From an optimization exercise on the open Yosys and OpenROAD flow, aimed at small area, a short achievable clock period and few clock cycles; shortcuts taken in it are not production practice.
Power is estimated from default activity; no workload was simulated.

==> trial 71: inputs <==
==> flow/design.v <==
module comb_divsqrt (
    input  wire        clk,
    input  wire        rst,        
    input  wire        start,      
    input  wire        op,         
    input  wire        sat,
    input  wire [55:0] a,          
    input  wire [55:0] b,          
    output wire        ready,
    output reg         done,
    output wire [55:0] result,
    output reg         flag_n,
    output reg         flag_z,
    output reg         flag_v,
    output reg         trap
);
    localparam S_IDLE = 2'd0, S_PREP = 2'd1, S_ITER = 2'd2, S_FIN = 2'd3;
    reg  [1:0]  state;
    reg  [5:0]  cnt;
    reg         r_sqrt, r_sat, r_neg;    
    reg         r_trap, r_zero, first;
    reg  [5:0]  lza, lzb;                
    reg         a_p2;                    
    reg         r_bneg;                  
    reg  [57:0] R;       
    reg  [57:0] B;       
    reg  [55:0] Q;       
    assign ready  = (state == S_IDLE) || (state == S_FIN);
    assign result = Q;
    wire take = start && ready;
    wire [55:0] a_1 = a ^ {56{a[55]}};
    wire [55:0] b_1 = b ^ {56{b[55]}};
    wire [55:0] abs_a = a_1 + {55'd0, a[55]};
    wire [5:0]  lz_a, lz_b;
    comb_divsqrt_lzc u_lza (.v(a_1), .n(lz_a));
    comb_divsqrt_lzc u_lzb (.v(b_1), .n(lz_b));
    wire        a_p2_in = a[55] && !(|(~a[55:1] & a[54:0]));
    wire        b_zero  = (b == 56'd0);
    wire [5:0]  kd    = lzb - lza + {5'd0, a_p2};         
    wire        kd_n  = (lzb + {5'd0, a_p2}) < lza;        
    wire        k_neg = (lzb + {5'd0, a_p2} + 6'd1) < lza;  
    wire [5:0]  amt   = r_sqrt ? {lzb[5:1], 1'b1} : (kd + 6'd1);
    wire [57:0] sh0   = amt[0] ? {1'b0, B[55:0], r_bneg}    : {2'd0, B[55:0]};
    wire [57:0] sh1   = amt[1] ? {sh0[55:0], {2{r_bneg}}}   : sh0;
    wire [57:0] sh2   = amt[2] ? {sh1[53:0], {4{r_bneg}}}   : sh1;
    wire [57:0] sh3   = amt[3] ? {sh2[49:0], {8{r_bneg}}}   : sh2;
    wire [57:0] sh4   = amt[4] ? {sh3[41:0], {16{r_bneg}}}  : sh3;
    wire [57:0] sh    = amt[5] ? {sh4[25:0], {32{r_bneg}}}  : sh4;
    wire [5:0]  js    = 6'd28 - {1'b0, lzb[5:1]};          
    wire [5:0]  cnt_p = r_sqrt ? js - 6'd1 : kd;
    wire        no_it = r_sqrt ? (r_neg || js == 6'd0) : (r_trap || kd_n);
    wire        negd = !r_sqrt && r_neg;
    wire [55:0] Qg   = first ? {56{negd}} : Q;
    wire [57:0] sub  = r_sqrt ? {1'b0, Qg[54:0], 2'b01} : B;
    wire        cin  = r_sqrt || !r_bneg;
    wire [59:0] dfx  = {1'b0, R, 1'b1} + {1'b1, ~sub, cin};    
    wire [58:0] diff = dfx[59:1];
    wire        q    = !diff[58];
    wire [57:0] sel  = q ? diff[57:0] : R;
    wire [57:0] R_it = r_sqrt ? {sel[55:0], B[54:53]} : {sel[56:0], 1'b0};
    wire [57:0] t_p   = R ^ ~B;
    wire [57:0] t_o   = R | ~B;
    wire        tie   = (t_p[0] == cin) && (t_p[57:1] == t_o[56:0]);
    wire        up    = !r_zero && q && (r_sqrt || !tie || (Qg[0] ^ negd));
    wire        ovf   = !r_sqrt && !r_neg && Qg[55];        
    wire [55:0] X     = (ovf && r_sat) ? 56'h7fffffffffffff : Qg;
    wire [55:0] X1    = X + 56'd1;
    wire        inc   = up ^ negd;
    wire [55:0] res   = inc ? X1 : X;
    wire        res_z = inc ? (X1 == 56'd0) : (X == 56'd0);
    always @(posedge clk) begin
        if (rst) begin
            state <= S_IDLE;
            done  <= 1'b0;
        end else begin
            done <= 1'b0;
            case (state)
                S_PREP: begin
                    first  <= 1'b1;
                    r_zero <= r_sqrt ? r_neg : k_neg;
                    cnt    <= cnt_p;
                    B      <= sh;
                    if (r_sqrt) R <= {56'd0, sh[56:55]};
                    state  <= no_it ? S_FIN : S_ITER;
                end
                S_ITER: begin
                    first <= 1'b0;
                    R     <= R_it;
                    if (r_sqrt) B <= {B[55:0], 2'b00};
                    Q     <= {Qg[54:0], q ^ negd};
                    cnt   <= cnt - 6'd1;
                    if (cnt == 6'd0) state <= S_FIN;
                end
                S_FIN: begin
                    done   <= 1'b1;
                    trap   <= r_trap;
                    Q      <= res;
                    flag_n <= res[55];
                    flag_z <= res_z;
                    flag_v <= ovf || (r_sqrt && r_neg);
                    state  <= S_IDLE;
                end
                default: ;
            endcase
            if (take) begin
                state  <= S_PREP;
                R      <= {1'b0, abs_a, 1'b0};
                B      <= {2'b0, b_1};
                r_bneg <= !op && b[55];
                lza    <= lz_a;
                lzb    <= lz_b;
                a_p2   <= a_p2_in;
                r_trap <= !op && b_zero;
                r_sqrt <= op;
                r_sat  <= sat;
                r_neg  <= op ? b[55] : (a[55] ^ b[55]);
            end
        end
    end
endmodule
module comb_divsqrt_lzc (
    input  wire [55:0] v,
    output wire [5:0]  n
);
    wire [63:0] x = {v, 8'hff};
    wire [31:0] z1;  wire [31:0]     c1;
    wire [15:0] z2;  wire [16*2-1:0] c2;
    wire [7:0]  z3;  wire [8*3-1:0]  c3;
    wire [3:0]  z4;  wire [4*4-1:0]  c4;
    wire [1:0]  z5;  wire [2*5-1:0]  c5;
    genvar i;
    generate
        for (i = 0; i < 32; i = i + 1) begin : l1
            assign z1[i] = !(x[2*i+1] | x[2*i]);
            assign c1[i] = !x[2*i+1];
        end
        for (i = 0; i < 16; i = i + 1) begin : l2
            assign z2[i] = z1[2*i+1] & z1[2*i];
            assign c2[2*i+1:2*i] = z1[2*i+1] ? {1'b1, c1[2*i]} : {1'b0, c1[2*i+1]};
        end
        for (i = 0; i < 8; i = i + 1) begin : l3
            assign z3[i] = z2[2*i+1] & z2[2*i];
            assign c3[3*i+2:3*i] = z2[2*i+1] ? {1'b1, c2[2*(2*i)+1:2*(2*i)]}
                                             : {1'b0, c2[2*(2*i+1)+1:2*(2*i+1)]};
        end
        for (i = 0; i < 4; i = i + 1) begin : l4
            assign z4[i] = z3[2*i+1] & z3[2*i];
            assign c4[4*i+3:4*i] = z3[2*i+1] ? {1'b1, c3[3*(2*i)+2:3*(2*i)]}
                                             : {1'b0, c3[3*(2*i+1)+2:3*(2*i+1)]};
        end
        for (i = 0; i < 2; i = i + 1) begin : l5
            assign z5[i] = z4[2*i+1] & z4[2*i];
            assign c5[5*i+4:5*i] = z4[2*i+1] ? {1'b1, c4[4*(2*i)+3:4*(2*i)]}
                                             : {1'b0, c4[4*(2*i+1)+3:4*(2*i+1)]};
        end
    endgenerate
    assign n = z5[1] ? {1'b1, c5[4:0]} : {1'b0, c5[9:5]};
endmodule
==> flow/run.sh <==
#!/bin/bash
# synth_recipe.tcl (not shown) runs the flow's synth.tcl, then flattens the netlist and writes it again
# the make line also repeats each setting of config.mk as NAME=value (left out here)
make -C /OpenROAD-flow-scripts/flow DESIGN_CONFIG=/design/flow/config.mk WORK_HOME=/design/flow/orfs CLKGATE_MAP_FILE= SYNTH_SCRIPT=/design/flow/synth_recipe.tcl finish
==> flow/config.mk <==
export PLATFORM = sky130hd
export DESIGN_NAME = comb_divsqrt
export DESIGN_NICKNAME = comb_divsqrt
export VERILOG_FILES = /design/flow/design.v
export SDC_FILE = /design/flow/constraint.sdc
export NUM_CORES = 4
export LEC_CHECK = 0
export CAP_MARGIN = 20
export CORE_MARGIN = 2
export CORE_UTILIZATION = 40
export SETUP_SLACK_MARGIN = 4
export SLEW_MARGIN = 20
==> flow/constraint.sdc <==
create_clock -name core_clock -period 9.0 [get_ports {clk}]
set_input_delay 1.8000 -clock core_clock [delete_from_list [all_inputs] [get_ports {clk}]]
set_output_delay 1.8000 -clock core_clock [all_outputs]
set_load 0.01 [all_outputs]
==> build 74 (differences from trial 71) <==
--- a/flow/design.v
+++ b/flow/design.v
@@ -21,2 +21,3 @@
     reg         r_trap, r_zero, first;
+    reg         q0;                      
     reg  [5:0]  lza, lzb;                
@@ -41,14 +42,15 @@
     wire        k_neg = (lzb + {5'd0, a_p2} + 6'd1) < lza;  
-    wire [5:0]  amt   = r_sqrt ? {lzb[5:1], 1'b1} : (kd + 6'd1);
-    wire [57:0] sh0   = amt[0] ? {1'b0, B[55:0], r_bneg}    : {2'd0, B[55:0]};
-    wire [57:0] sh1   = amt[1] ? {sh0[55:0], {2{r_bneg}}}   : sh0;
-    wire [57:0] sh2   = amt[2] ? {sh1[53:0], {4{r_bneg}}}   : sh1;
-    wire [57:0] sh3   = amt[3] ? {sh2[49:0], {8{r_bneg}}}   : sh2;
-    wire [57:0] sh4   = amt[4] ? {sh3[41:0], {16{r_bneg}}}  : sh3;
-    wire [57:0] sh    = amt[5] ? {sh4[25:0], {32{r_bneg}}}  : sh4;
-    wire [5:0]  js    = 6'd28 - {1'b0, lzb[5:1]};          
-    wire [5:0]  cnt_p = r_sqrt ? js - 6'd1 : kd;
-    wire        no_it = r_sqrt ? (r_neg || js == 6'd0) : (r_trap || kd_n);
+    wire [5:0]  amt   = r_sqrt ? {lzb[5:1] + 5'd1, 1'b1} : (kd + 6'd1);
+    wire [58:0] sh0   = amt[0] ? {2'b0, B[55:0], r_bneg}    : {3'd0, B[55:0]};
+    wire [58:0] sh1   = amt[1] ? {sh0[56:0], {2{r_bneg}}}   : sh0;
+    wire [58:0] sh2   = amt[2] ? {sh1[54:0], {4{r_bneg}}}   : sh1;
+    wire [58:0] sh3   = amt[3] ? {sh2[50:0], {8{r_bneg}}}   : sh2;
+    wire [58:0] sh4   = amt[4] ? {sh3[42:0], {16{r_bneg}}}  : sh3;
+    wire [58:0] sh    = amt[5] ? {sh4[26:0], {32{r_bneg}}}  : sh4;
+    wire        sq_b0 = (lzb[5:1] == 5'd28);                  
+    wire [5:0]  js    = 6'd26 - {1'b0, lzb[5:1]};          
+    wire [5:0]  cnt_p = r_sqrt ? js : kd;
+    wire        no_it = r_sqrt ? (r_neg || lzb[5:1] >= 5'd27) : (r_trap || kd_n);
     wire        negd = !r_sqrt && r_neg;
-    wire [55:0] Qg   = first ? {56{negd}} : Q;
+    wire [55:0] Qg   = first ? {{55{negd}}, q0} : Q;
     wire [57:0] sub  = r_sqrt ? {1'b0, Qg[54:0], 2'b01} : B;
@@ -79,6 +81,7 @@
                     first  <= 1'b1;
-                    r_zero <= r_sqrt ? r_neg : k_neg;
+                    r_zero <= r_sqrt ? (r_neg || sq_b0) : k_neg;
+                    q0     <= r_sqrt ? !(r_neg || sq_b0) : r_neg;
                     cnt    <= cnt_p;
-                    B      <= sh;
-                    if (r_sqrt) R <= {56'd0, sh[56:55]};
+                    B      <= sh[57:0];
+                    if (r_sqrt) R <= {54'd0, sh[58:57] - 2'd1, sh[56:55]};
                     state  <= no_it ? S_FIN : S_ITER;
CORE_UTILIZATION = 55   (was 40)
==> results.txt <==
item	build 74	trial 71
Total clock buffers created by CTS	27	28
Power dissipated by switching net loads	7.50 mW	6.99 mW
Most congested layer reported by global routing	met2	met1
Setup Fix Bufs, Post-CTS	2	6
Maximum operating frequency	200 MHz	202 MHz
Critical path endpoint	R[2]	B[38]
Endpoint of the worst-slack reg-to-reg timing path	R[2]	B[38]
Routed wl met2	51600 um	50800 um
DPL Wire Length	94700 um	95100 um
Initial core utilization	55.9%	40.3%
Cell with the largest stage delay on the worst path	sky130_fd_sc_hd__edfxtp_1	sky130_fd_sc_hd__o311ai_0
Number of ordinary and repair buffers in the finished layout	247	252
Final cycle utilization of the critical path	55.5%	54.9%
TAP cells	680	950
Sequential cell area share	19.0%	18.8%
Placeable core region	51600 sq um	71100 sq um
Max FO, Critical Path	33	66
Cells after DPL	4403	4681
Yosys reg bits	206	205
Area of all placed cells without fillers	32400 sq um	32500 sq um
Run status	finished clean	finished clean
Function was not checked in any run of this note: the RTL went through the layout flow alone.

==> what the ideal ports hide <==
No port has a modelled driver above. Below, the same layouts with a new extraction and two added sets of constraints.
Step 1, drivers: a clkbuf_16 drives clk and a buf_2 each remaining input, both assumed.
Step 2 moves the port delays by t, midway between the first and last clock arrival at a register: inputs arrive t later, outputs are due t later. That takes back most of the time a late clock gives input paths.
Slacks: ideal ports / drivers / drivers and shift; pairs: ideal ports / drivers.
run	t (ns)	setup slack, ns	worst setup path at the end	clock arrival spread, ns	worst slew at a driven data input, ns
trial 71	0.645	4.056 / 4.056 / 3.633	input to register	0.049 / 0.050	0.05
build 74	0.659	4.008 / 4.008 / 3.553	input to register	0.025 / 0.025	0.06
After both steps setup and hold are still met in every run listed. The setup slack of build 74, which loses most, moves by 0.000 ns with the drivers and by -0.455 ns with both steps.
